This design comes from an exercise in tuning for small area, a short achievable clock period and few clock cycles per item on the open sky130 flow, not from production work.
In this exercise RTL edits were held to simulation tests only and were not proved equivalent to the original.

==> inputs of exp/cedar <==
// lim_node
module lim_node (
    input  wire         clk,
    input  wire         rst,         
    input  wire         in_valid,
    output wire         in_ready,
    input  wire [255:0] in_x,        
    input  wire [31:0]  in_thr,      
    input  wire [31:0]  in_kq,       
    output wire         out_valid,
    input  wire         out_ready,
    output wire [255:0] out_y,       
    output wire [31:0]  out_gmin     
);
Settings: LEC_CHECK=0, CAP_MARGIN=20, CORE_MARGIN=2, CORE_UTILIZATION=60, PLACE_DENSITY=0.72, SLEW_MARGIN=20, SYNTH_MEMORY_MAX_BITS=8192; clock period 17.0 ns.
run.sh (not shown) runs the stock make flow with config.mk's settings and CLKGATE_MAP_FILE= SYNTH_SCRIPT=/design/flow/synth_recipe.tcl, a recipe that flattens the netlist after the stock synthesis.
==> exp/amber (differences from exp/cedar) <==
--- a/flow/design.v
+++ b/flow/design.v
@@ -38,48 +38,45 @@
         loud_r <= loud_c;
     end
     reg  [2:0]   state;
     reg  [2:0]   i;                  
     reg  [7:0]   lv;                 
     reg  [31:0]  slot [0:7];         
     reg  [31:0]  xr;                 
     reg          xn;
-    reg  [31:0]  x7r;                
     reg  [30:0]  u;                  
     reg  [31:0]  g;                  
     reg  [2:0]   gix;
     reg          gu;                 
     reg  [31:0]  gmin;
     reg          ovalid;
     reg          o7p;                
     reg          o7g;                
     reg  [7:0]   rm;                 
     reg          bz0, bz1;           
     reg          wb0, wb1;           
     reg  [2:0]   ix0, ix1;
     reg  [31:0]  rem0, rem1;
-    reg  [31:0]  quo0, quo1;
+    reg  [32:0]  quo0, quo1;
     reg  [3:0]   cnt0, cnt1;
-    reg          pr0, pr1;           
-    reg  [33:0]  d30, d31;           
     reg  [31:0]  xr1;
     reg          xn1;
     reg          mv;
     reg  [30:0]  dm;
     reg  [3:0]   mn;
     reg          mp;                 
     reg  [30:0]  dn;
     reg  [3:0]   dv;
     reg          la_ok;              
     reg  [65:0]  ps, pc;
     reg  [1:0]   m2op;
     reg  [2:0]   m2i;
     wire go = ~(ovalid & ~out_ready);
-    assign in_ready  = (state == S_CB) && (i == 3'd6);
+    assign in_ready  = (state == S_CB) && (i == 3'd7);
     assign out_valid = ovalid;
     assign out_gmin  = gmin;
     genvar gi;
     generate for (gi = 0; gi < 8; gi = gi + 1) begin : g_out
         assign out_y[32*gi +: 32] = slot[gi];
     end endgenerate
     function [3:0] top_bit(input [7:0] m);    
         integer t;
@@ -123,43 +120,46 @@
             default: la_m = 34'd0;
             endcase
         end
     endfunction
     wire [65:0] m_p  = ps + pc;
     wire [34:0] m_r  = m_p[65:31];
     wire [30:0] m_la = m_p[64:34];
     wire [30:0] ulim  = lv[i] ? slot[i][30:0] : 31'd0;
-    wire        take_lim = m_r[34] | ({4'b0000, ulim} > m_r);    
+    wire [65:0] t_lim = ps + pc + ~{4'd0, ulim, 31'd0};
+    wire        take_lim = t_lim[65];
     wire [30:0] u_new = take_lim ? ulim : m_r[30:0];
-    function [33:0] dstep4(input [31:0] r, input [31:0] d, input dn, input [33:0] d3);    
-        reg [34:0] t, s1, s2, s3;
+    function [34:0] dstep2(input [31:0] r, input [31:0] d, input dn);    
+        reg [32:0] t;
+        reg [33:0] df;
+        reg [2:0]  q;
+        integer s;
         begin
-            t  = {1'b0, r, 2'b00};
-            s1 = t - {3'd0, d} - {34'd0, dn};
-            s2 = t - {2'd0, d, dn} - {34'd0, dn};
-            s3 = t - {1'b0, d3};
-            if (!s3[34])      dstep4 = {2'd3, s3[31:0]};
-            else if (!s2[34]) dstep4 = {2'd2, s2[31:0]};
-            else if (!s1[34]) dstep4 = {2'd1, s1[31:0]};
-            else              dstep4 = {2'd0, t[31:0]};
+            for (s = 2; s >= 0; s = s - 1) begin
+                t  = {r, 1'b0};
+                df = {1'b0, t} - {2'b00, d} - {33'd0, dn};
+                q[s] = ~df[33];
+                r  = q[s] ? df[31:0] : t[31:0];
+            end
+            dstep2 = {q, r};
         end
     endfunction
-    wire [33:0] dv0 = dstep4(rem0, xr, xn, d30);
-    wire [33:0] dv1 = dstep4(rem1, xr1, xn1, d31);
+    wire [34:0] dv0 = dstep2(rem0, xr, xn);
+    wire [34:0] dv1 = dstep2(rem1, xr1, xn1);
     wire        wbs0 = wb0;
     wire        wbs1 = wb1 & ~wb0;
     wire        fr0  = ~bz0 & (~wb0 | wbs0);
     wire        fr1  = ~bz1 & (~wb1 | wbs1);
     wire [3:0]  top_rm = top_bit(rm);
     wire        ld0  = (state == S_P1) && (rm != 8'd0) && fr0;
     wire        ld1  = (state == S_P1) && (rm != 8'd0) && !fr0 && fr1;
     wire [2:0]  wbi  = wbs0 ? ix0 : ix1;
-    wire [31:0] wbq  = wbs0 ? quo0 : quo1;
-    wire [30:0] wbu  = ~wbq[31:1] + 31'd1;               
+    wire [32:0] wbq  = wbs0 ? quo0 : quo1;
+    wire [30:0] wbu  = ~wbq[32:2] + 31'd1;               
     wire        p1_done = (rm == 8'd0) && !bz0 && !bz1 && !wb0 && !wb1;
     wire [30:0] ur_i  = ulim;                            
     wire        use_c = mv && (m_la > ur_i);
     wire [30:0] ul_v  = use_c ? m_la : ur_i;
     wire        newm  = (ur_i > u) && (i != 3'd0);       
     wire [30:0] d_i   = ur_i - u;                        
     wire        more  = mv || newm;
     wire [3:0]  nxt_loud = top_bit(loud_r & ((8'd1 << i) - 8'd1));
@@ -171,54 +171,37 @@
     wire        la_next = fin && !ndone && mv && !newm;                  
     wire [3:0]  top = top_bit(loud_r);
     wire        d0q = (state == S_D0) && !top[3];
     wire [2:0]  x_idx = (state == S_D0) ? top[2:0] : (state == S_P1) ? top_rm[2:0] : i;
     wire [31:0] x_s   = in_x[32*x_idx +: 32];
     wire [34:0] cmp_l = dn * mn;
     wire [34:0] cmp_r = dm * dv;
     wire better = ~mv || (cmp_l > cmp_r);
-    wire        l7 = o7p && o7g && (state == S_IDLE || state == S_P1 ||
-                                    (state == S_CB && i == 3'd0));
+    wire        l7 = o7p && ((state == S_IDLE && o7g) || (state == S_D0 && top[3]) ||
+                             (state == S_CB && i == 3'd0));
     reg  [1:0]  op1;
     always @* begin
         case (state)
         S_IDLE:  op1 = l7 ? OP_OUT : OP_NONE;
-        S_D0:    op1 = d0q ? OP_CH : OP_NONE;
-        S_P1:    op1 = l7 ? OP_OUT : OP_NONE;
+        S_D0:    op1 = d0q ? OP_CH : l7 ? OP_OUT : OP_NONE;
         S_CA:    op1 = OP_CH;
         S_CB:    op1 = (i != 3'd0 || l7) ? OP_OUT : OP_NONE;
         S_VIS:   op1 = (la_now || la_next) ? OP_LA : OP_NONE;
         default: op1 = OP_NONE;
         endcase
     end
     wire        sel_la  = (state == S_VIS);
-    wire        sel_out = (state == S_IDLE) || (state == S_CB) || (state == S_P1);
+    wire        sel_out = (state == S_IDLE) || (state == S_CB) || (state == S_D0 && top[3]);
     wire [2:0]  la_j = fin ? (i - 3'd1) : i;
     wire [34:0] m_a = sel_la  ? {1'b0, la_m(la_j + 3'd1, mn)}
                     : sel_out ? {3'b000, g} : {3'b000, kq_r};
-    reg  [31:0] mb;
-    reg         nb;
-    wire [30:0] dm_next = (mp && better) ? dn : dm;
-    reg  [31:0] mb_next;
-    reg         nb_next;
-    always @* begin
-        mb_next = xr;
-        nb_next = 1'b0;
-        case (state)
-        S_IDLE: if (in_valid) begin mb_next = {1'b0, u}; nb_next = 1'b1; end
-        S_P1:   if (p1_done) mb_next = {1'b0, dm_next};
-        S_VIS:  if (fin && ndone) begin mb_next = {1'b0, u}; nb_next = 1'b1; end
-                else mb_next = {1'b0, dm_next};
-        S_CB:   begin mb_next = {1'b0, u_new}; nb_next = 1'b1; end
-        default: ;
-        endcase
-    end
-    wire [31:0] m_b = mb;
-    wire        m_n = nb;
+    wire [31:0] m_b = sel_la  ? {1'b0, dm}
+                    : sel_out ? xr : {1'b0, u};
+    wire        m_n = ~sel_la & ~sel_out;
     wire [67:0] m_k = sel_la  ? {3'b000, u, 34'd0}
                     : sel_out ? {37'd0, {31{xr[31]}}} : {6'd0, u, {31{1'b1}}};
     wire [67:0] cs_s, cs_c;
     booth_cs u_mul (.a(m_a), .b(m_b), .negb(m_n), .k(m_k), .s(cs_s), .c(cs_c));
     always @(posedge clk) begin
         if (rst) begin
             state  <= S_IDLE;
             u      <= 31'd0;
@@ -230,18 +213,16 @@
             m2op   <= OP_NONE;
         end else begin
             if (ovalid && out_ready)
                 ovalid <= 1'b0;
             if (go) begin
                 ps   <= cs_s[65:0];
                 pc   <= cs_c[65:0];
                 m2op <= op1;
-                mb   <= mb_next;
-                nb   <= nb_next;
                 m2i  <= l7 ? 3'd7 : i - 3'd1;
                 gu   <= 1'b0;
                 if (gu)
                     gmin <= (gix == 3'd0 || g < gmin) ? g : gmin;
                 if (l7) begin
                     o7p <= 1'b0;
                     o7g <= 1'b0;
                 end
@@ -274,97 +255,83 @@
                     bz0    <= 1'b0;
                     bz1    <= 1'b0;
                     wb0    <= 1'b0;
                     wb1    <= 1'b0;
                     if (in_valid)
                         state <= S_D0;
                 end
                 S_D0: begin
-                    if (o7p && !o7g) begin
-                        g   <= ONE - {1'b0, u};
-                        gix <= 3'd7;
-                        gu  <= 1'b1;
-                        o7g <= 1'b1;
-                    end
                     if (top[3]) begin
                         i     <= top[2:0];
-                        xr1   <= x_s ^ {32{x_s[31]}};
-                        xn1   <= x_s[31];
-                        rem1  <= {1'b0, thr_r};
-                        cnt1  <= 4'd15;
-                        pr1   <= 1'b1;
-                        ix1   <= top[2:0];
-                        bz1   <= 1'b1;
+                        xr    <= x_s ^ {32{x_s[31]}};
+                        xn    <= x_s[31];
+                        rem0  <= {1'b0, thr_r};
+                        cnt0  <= 4'd10;
+                        ix0   <= top[2:0];
+                        bz0   <= 1'b1;
                         rm    <= loud_r & ~(8'd1 << top[2:0]);
                         state <= S_P1;
                     end else begin
                         i     <= 3'd0;
                         state <= S_CB;
                     end
                 end
                 S_P1: begin
-                    if (bz0 && pr0) begin
-                        d30 <= {1'b0, xr, 1'b0} + {2'd0, xr} + {32'd0, xn, xn};
-                        pr0 <= 1'b0;
-                    end else if (bz0) begin
+                    if (bz0) begin
                         rem0 <= dv0[31:0];
-                        quo0 <= {quo0[29:0], dv0[33:32]};
+                        quo0 <= {quo0[29:0], dv0[34:32]};
                         cnt0 <= cnt0 - 4'd1;
                         if (cnt0 == 4'd0) begin
                             bz0 <= 1'b0;
                             wb0 <= 1'b1;
                         end
                     end
-                    if (bz1 && pr1) begin
-                        d31 <= {1'b0, xr1, 1'b0} + {2'd0, xr1} + {32'd0, xn1, xn1};
-                        pr1 <= 1'b0;
-                    end else if (bz1) begin
+                    if (bz1) begin
                         rem1 <= dv1[31:0];
-                        quo1 <= {quo1[29:0], dv1[33:32]};
+                        quo1 <= {quo1[29:0], dv1[34:32]};
                         cnt1 <= cnt1 - 4'd1;
                         if (cnt1 == 4'd0) begin
                             bz1 <= 1'b0;
                             wb1 <= 1'b1;
                         end
                     end
                     if (wbs0 || wbs1) begin
                         slot[wbi] <= {1'b0, wbu};
                         lv[wbi]   <= 1'b1;
                     end
                     if (wbs0) wb0 <= 1'b0;
                     if (wbs1) wb1 <= 1'b0;
                     if (ld0) begin
                         xr   <= x_s ^ {32{x_s[31]}};
                         xn   <= x_s[31];
                         rem0 <= {1'b0, thr_r};
-                        cnt0 <= 4'd15;
-                        pr0  <= 1'b1;
+                        cnt0 <= 4'd10;
                         ix0  <= top_rm[2:0];
                         bz0  <= 1'b1;
                         rm   <= rm & ~(8'd1 << top_rm[2:0]);
                     end
                     if (ld1) begin
                         xr1  <= x_s ^ {32{x_s[31]}};
                         xn1  <= x_s[31];
                         rem1 <= {1'b0, thr_r};
-                        cnt1 <= 4'd15;
-                        pr1  <= 1'b1;
+                        cnt1 <= 4'd10;
                         ix1  <= top_rm[2:0];
                         bz1  <= 1'b1;
                         rm   <= rm & ~(8'd1 << top_rm[2:0]);
                     end
                     if (p1_done)
                         state <= S_VIS;
                 end
                 S_VIS: begin
                     if (fin) begin
-                        slot[i] <= {1'b0, ul_v};
-                        if (use_c)
-                            lv[i] <= 1'b1;
+                        if (ul_v != 31'd0) begin
+                            slot[i] <= {1'b0, ul_v};
+                            lv[i]   <= 1'b1;
+                        end
                         if (newm) begin
                             mp <= 1'b1;
                             dn <= d_i;
                             dv <= {1'b0, i} + 4'd1;
                         end
                         la_ok  <= la_next;
                         if (ndone) begin
                             i     <= 3'd0;
@@ -379,29 +346,20 @@
                         g   <= ONE - {1'b0, u};
                         gix <= i - 3'd1;
                         gu  <= 1'b1;
                     end
                     state <= S_CB;
                 end
                 S_CB: begin
                     u  <= u_new;
-                    xr <= (i == 3'd7) ? x7r : x_s;
-                    if (i == 3'd6)
-                        x7r <= in_x[255:224];
+                    xr <= x_s;
                     if (i == 3'd7) begin
-                        o7p    <= 1'b1;
-                        lv     <= 8'd0;
-                        mv     <= 1'b0;
-                        la_ok  <= 1'b0;
-                        bz0    <= 1'b0;
-                        bz1    <= 1'b0;
-                        wb0    <= 1'b0;
-                        wb1    <= 1'b0;
-                        state  <= in_valid ? S_D0 : S_IDLE;
+                        o7p   <= 1'b1;
+                        state <= S_IDLE;
                     end else begin
                         i     <= i + 3'd1;
                         state <= S_CA;
                     end
                 end
                 default: state <= S_IDLE;
                 endcase
             end
==> exp/garnet (differences from exp/cedar) <==
--- a/flow/design.v
+++ b/flow/design.v
@@ -54,18 +54,16 @@
     reg          o7g;                
     reg  [7:0]   rm;                 
     reg          bz0, bz1;           
     reg          wb0, wb1;           
     reg  [2:0]   ix0, ix1;
     reg  [31:0]  rem0, rem1;
     reg  [31:0]  quo0, quo1;
     reg  [3:0]   cnt0, cnt1;
-    reg          pr0, pr1;           
-    reg  [33:0]  d30, d31;           
     reg  [31:0]  xr1;
     reg          xn1;
     reg          mv;
     reg  [30:0]  dm;
     reg  [3:0]   mn;
     reg          mp;                 
     reg  [30:0]  dn;
     reg  [3:0]   dv;
@@ -123,33 +121,36 @@
             default: la_m = 34'd0;
             endcase
         end
     endfunction
     wire [65:0] m_p  = ps + pc;
     wire [34:0] m_r  = m_p[65:31];
     wire [30:0] m_la = m_p[64:34];
     wire [30:0] ulim  = lv[i] ? slot[i][30:0] : 31'd0;
-    wire        take_lim = m_r[34] | ({4'b0000, ulim} > m_r);    
+    wire [65:0] t_lim = ps + pc + ~{4'd0, ulim, 31'd0};
+    wire        take_lim = t_lim[65];
     wire [30:0] u_new = take_lim ? ulim : m_r[30:0];
-    function [33:0] dstep4(input [31:0] r, input [31:0] d, input dn, input [33:0] d3);    
-        reg [34:0] t, s1, s2, s3;
+    function [33:0] dstep2(input [31:0] r, input [31:0] d, input dn);    
+        reg [32:0] t;
+        reg [33:0] df;
+        reg [1:0]  q;
+        integer s;
         begin
-            t  = {1'b0, r, 2'b00};
-            s1 = t - {3'd0, d} - {34'd0, dn};
-            s2 = t - {2'd0, d, dn} - {34'd0, dn};
-            s3 = t - {1'b0, d3};
-            if (!s3[34])      dstep4 = {2'd3, s3[31:0]};
-            else if (!s2[34]) dstep4 = {2'd2, s2[31:0]};
-            else if (!s1[34]) dstep4 = {2'd1, s1[31:0]};
-            else              dstep4 = {2'd0, t[31:0]};
+            for (s = 1; s >= 0; s = s - 1) begin
+                t  = {r, 1'b0};
+                df = {1'b0, t} - {2'b00, d} - {33'd0, dn};
+                q[s] = ~df[33];
+                r  = q[s] ? df[31:0] : t[31:0];
+            end
+            dstep2 = {q, r};
         end
     endfunction
-    wire [33:0] dv0 = dstep4(rem0, xr, xn, d30);
-    wire [33:0] dv1 = dstep4(rem1, xr1, xn1, d31);
+    wire [33:0] dv0 = dstep2(rem0, xr, xn);
+    wire [33:0] dv1 = dstep2(rem1, xr1, xn1);
     wire        wbs0 = wb0;
     wire        wbs1 = wb1 & ~wb0;
     wire        fr0  = ~bz0 & (~wb0 | wbs0);
     wire        fr1  = ~bz1 & (~wb1 | wbs1);
     wire [3:0]  top_rm = top_bit(rm);
     wire        ld0  = (state == S_P1) && (rm != 8'd0) && fr0;
     wire        ld1  = (state == S_P1) && (rm != 8'd0) && !fr0 && fr1;
     wire [2:0]  wbi  = wbs0 ? ix0 : ix1;
@@ -190,35 +191,19 @@
         default: op1 = OP_NONE;
         endcase
     end
     wire        sel_la  = (state == S_VIS);
     wire        sel_out = (state == S_IDLE) || (state == S_CB) || (state == S_P1);
     wire [2:0]  la_j = fin ? (i - 3'd1) : i;
     wire [34:0] m_a = sel_la  ? {1'b0, la_m(la_j + 3'd1, mn)}
                     : sel_out ? {3'b000, g} : {3'b000, kq_r};
-    reg  [31:0] mb;
-    reg         nb;
-    wire [30:0] dm_next = (mp && better) ? dn : dm;
-    reg  [31:0] mb_next;
-    reg         nb_next;
-    always @* begin
-        mb_next = xr;
-        nb_next = 1'b0;
-        case (state)
-        S_IDLE: if (in_valid) begin mb_next = {1'b0, u}; nb_next = 1'b1; end
-        S_P1:   if (p1_done) mb_next = {1'b0, dm_next};
-        S_VIS:  if (fin && ndone) begin mb_next = {1'b0, u}; nb_next = 1'b1; end
-                else mb_next = {1'b0, dm_next};
-        S_CB:   begin mb_next = {1'b0, u_new}; nb_next = 1'b1; end
-        default: ;
-        endcase
-    end
-    wire [31:0] m_b = mb;
-    wire        m_n = nb;
+    wire [31:0] m_b = sel_la  ? {1'b0, dm}
+                    : sel_out ? xr : {1'b0, u};
+    wire        m_n = ~sel_la & ~sel_out;
     wire [67:0] m_k = sel_la  ? {3'b000, u, 34'd0}
                     : sel_out ? {37'd0, {31{xr[31]}}} : {6'd0, u, {31{1'b1}}};
     wire [67:0] cs_s, cs_c;
     booth_cs u_mul (.a(m_a), .b(m_b), .negb(m_n), .k(m_k), .s(cs_s), .c(cs_c));
     always @(posedge clk) begin
         if (rst) begin
             state  <= S_IDLE;
             u      <= 31'd0;
@@ -230,18 +215,16 @@
             m2op   <= OP_NONE;
         end else begin
             if (ovalid && out_ready)
                 ovalid <= 1'b0;
             if (go) begin
                 ps   <= cs_s[65:0];
                 pc   <= cs_c[65:0];
                 m2op <= op1;
-                mb   <= mb_next;
-                nb   <= nb_next;
                 m2i  <= l7 ? 3'd7 : i - 3'd1;
                 gu   <= 1'b0;
                 if (gu)
                     gmin <= (gix == 3'd0 || g < gmin) ? g : gmin;
                 if (l7) begin
                     o7p <= 1'b0;
                     o7g <= 1'b0;
                 end
@@ -286,43 +269,36 @@
                         o7g <= 1'b1;
                     end
                     if (top[3]) begin
                         i     <= top[2:0];
                         xr1   <= x_s ^ {32{x_s[31]}};
                         xn1   <= x_s[31];
                         rem1  <= {1'b0, thr_r};
                         cnt1  <= 4'd15;
-                        pr1   <= 1'b1;
                         ix1   <= top[2:0];
                         bz1   <= 1'b1;
                         rm    <= loud_r & ~(8'd1 << top[2:0]);
                         state <= S_P1;
                     end else begin
                         i     <= 3'd0;
                         state <= S_CB;
                     end
                 end
                 S_P1: begin
-                    if (bz0 && pr0) begin
-                        d30 <= {1'b0, xr, 1'b0} + {2'd0, xr} + {32'd0, xn, xn};
-                        pr0 <= 1'b0;
-                    end else if (bz0) begin
+                    if (bz0) begin
                         rem0 <= dv0[31:0];
                         quo0 <= {quo0[29:0], dv0[33:32]};
                         cnt0 <= cnt0 - 4'd1;
                         if (cnt0 == 4'd0) begin
                             bz0 <= 1'b0;
                             wb0 <= 1'b1;
                         end
                     end
-                    if (bz1 && pr1) begin
-                        d31 <= {1'b0, xr1, 1'b0} + {2'd0, xr1} + {32'd0, xn1, xn1};
-                        pr1 <= 1'b0;
-                    end else if (bz1) begin
+                    if (bz1) begin
                         rem1 <= dv1[31:0];
                         quo1 <= {quo1[29:0], dv1[33:32]};
                         cnt1 <= cnt1 - 4'd1;
                         if (cnt1 == 4'd0) begin
                             bz1 <= 1'b0;
                             wb1 <= 1'b1;
                         end
                     end
@@ -332,27 +308,25 @@
                     end
                     if (wbs0) wb0 <= 1'b0;
                     if (wbs1) wb1 <= 1'b0;
                     if (ld0) begin
                         xr   <= x_s ^ {32{x_s[31]}};
                         xn   <= x_s[31];
                         rem0 <= {1'b0, thr_r};
                         cnt0 <= 4'd15;
-                        pr0  <= 1'b1;
                         ix0  <= top_rm[2:0];
                         bz0  <= 1'b1;
                         rm   <= rm & ~(8'd1 << top_rm[2:0]);
                     end
                     if (ld1) begin
                         xr1  <= x_s ^ {32{x_s[31]}};
                         xn1  <= x_s[31];
                         rem1 <= {1'b0, thr_r};
                         cnt1 <= 4'd15;
-                        pr1  <= 1'b1;
                         ix1  <= top_rm[2:0];
                         bz1  <= 1'b1;
                         rm   <= rm & ~(8'd1 << top_rm[2:0]);
                     end
                     if (p1_done)
                         state <= S_VIS;
                 end
                 S_VIS: begin
==> run summary <==
| item | exp/garnet | exp/amber | exp/cedar |
|---|---|---|---|
| Outcome | complete, no violations | complete, no violations | complete, no violations |
| Max stage delay on crit path | 900 ps | 710 ps | 930 ps |
| Fraction of layout cells with a size suffix above 1 | 6.53% | 6.45% | 5.81% |
| Minimum setup slack in the final design | 7590 ps | 5350 ps | 7800 ps |
| Pin count of the biggest net entering global routing | 75 | 78 | 79 |
| All-Layer GR Usage | 45.3% | 46.1% | 44.8% |
| DIE WIDTH | 416 µm | 425 µm | 431 µm |
| Clock slew at the register clock pins of the worst setup and hold paths | 70 ps | 60 ps | 70 ps |
| Final critical-path share of the clock period | 55.3% | 68.5% | 54.1% |
| R2R cell count | 28 | 40 | 27 |
| Reg-to-reg critical path startpoint | state[2]$_SDFFE_PP0P_ | xr1[3]$_DFFE_PP_ | mv$_DFFE_PP_ |
| Worst Max-Slew Pin Slew | 1240 ps | 1310 ps | 1350 ps |
| Slowest-stage cell, CP | a31oi_2 | inv_1 | edfxtp_1 |
| Compound-cell area share of the yosys netlist | 16.5% | 15.9% | 17.5% |
| Crit-path most repeated cell | fa_1 | ha_1 | - |
| Setup crit end | ps[20]$_DFFE_PP_ | rem1[14]$_DFFE_PP_ | ps[29]$_DFFE_PP_ |
| Met1 Wirelength | 146 mm | 147 mm | 151 mm |
| Multi-input gates | 7935 | 8861 | 8631 |
Testbench counts of exp/cedar, summed over its fixed seeds: cycles 46,273, blocks 1,600.
Testbench counts of exp/amber, summed over its fixed seeds: cycles 42,267, blocks 1,600.
Testbench counts of exp/garnet, summed over its fixed seeds: cycles 45,340, blocks 1,600.

-- port drivers added, routing unchanged --
The results above use ideal ports. As a check the final layouts listed here were re-extracted and re-timed, cells and wires unchanged. Step 1 assumes that a clkbuf_16 drives the clock port and a buf_2 every other input. Step 2, shift: input delay + t, output delay - t, t = (earliest + latest rising clock arrival at the registers) / 2. This alone moves slack from input paths to output paths. a / b / c = ideal ports / drivers / drivers and shift; a / b = the first two.
| run | t (ns) | slack for setup (ns) | worst setup path at the end |
|---|---|---|---|
| exp/cedar | 0.893 | 7.800 / 7.800 / 7.671 | input to register |
| exp/amber | 0.878 | 5.354 / 5.354 / 5.354 | register to register |
| exp/garnet | 0.881 | 7.591 / 7.591 / 7.591 | register to register |
After both steps every run listed still meets setup and hold. For exp/cedar, which loses most, drivers alone change the setup slack by 0.000 ns; drivers and shift together by -0.129 ns.
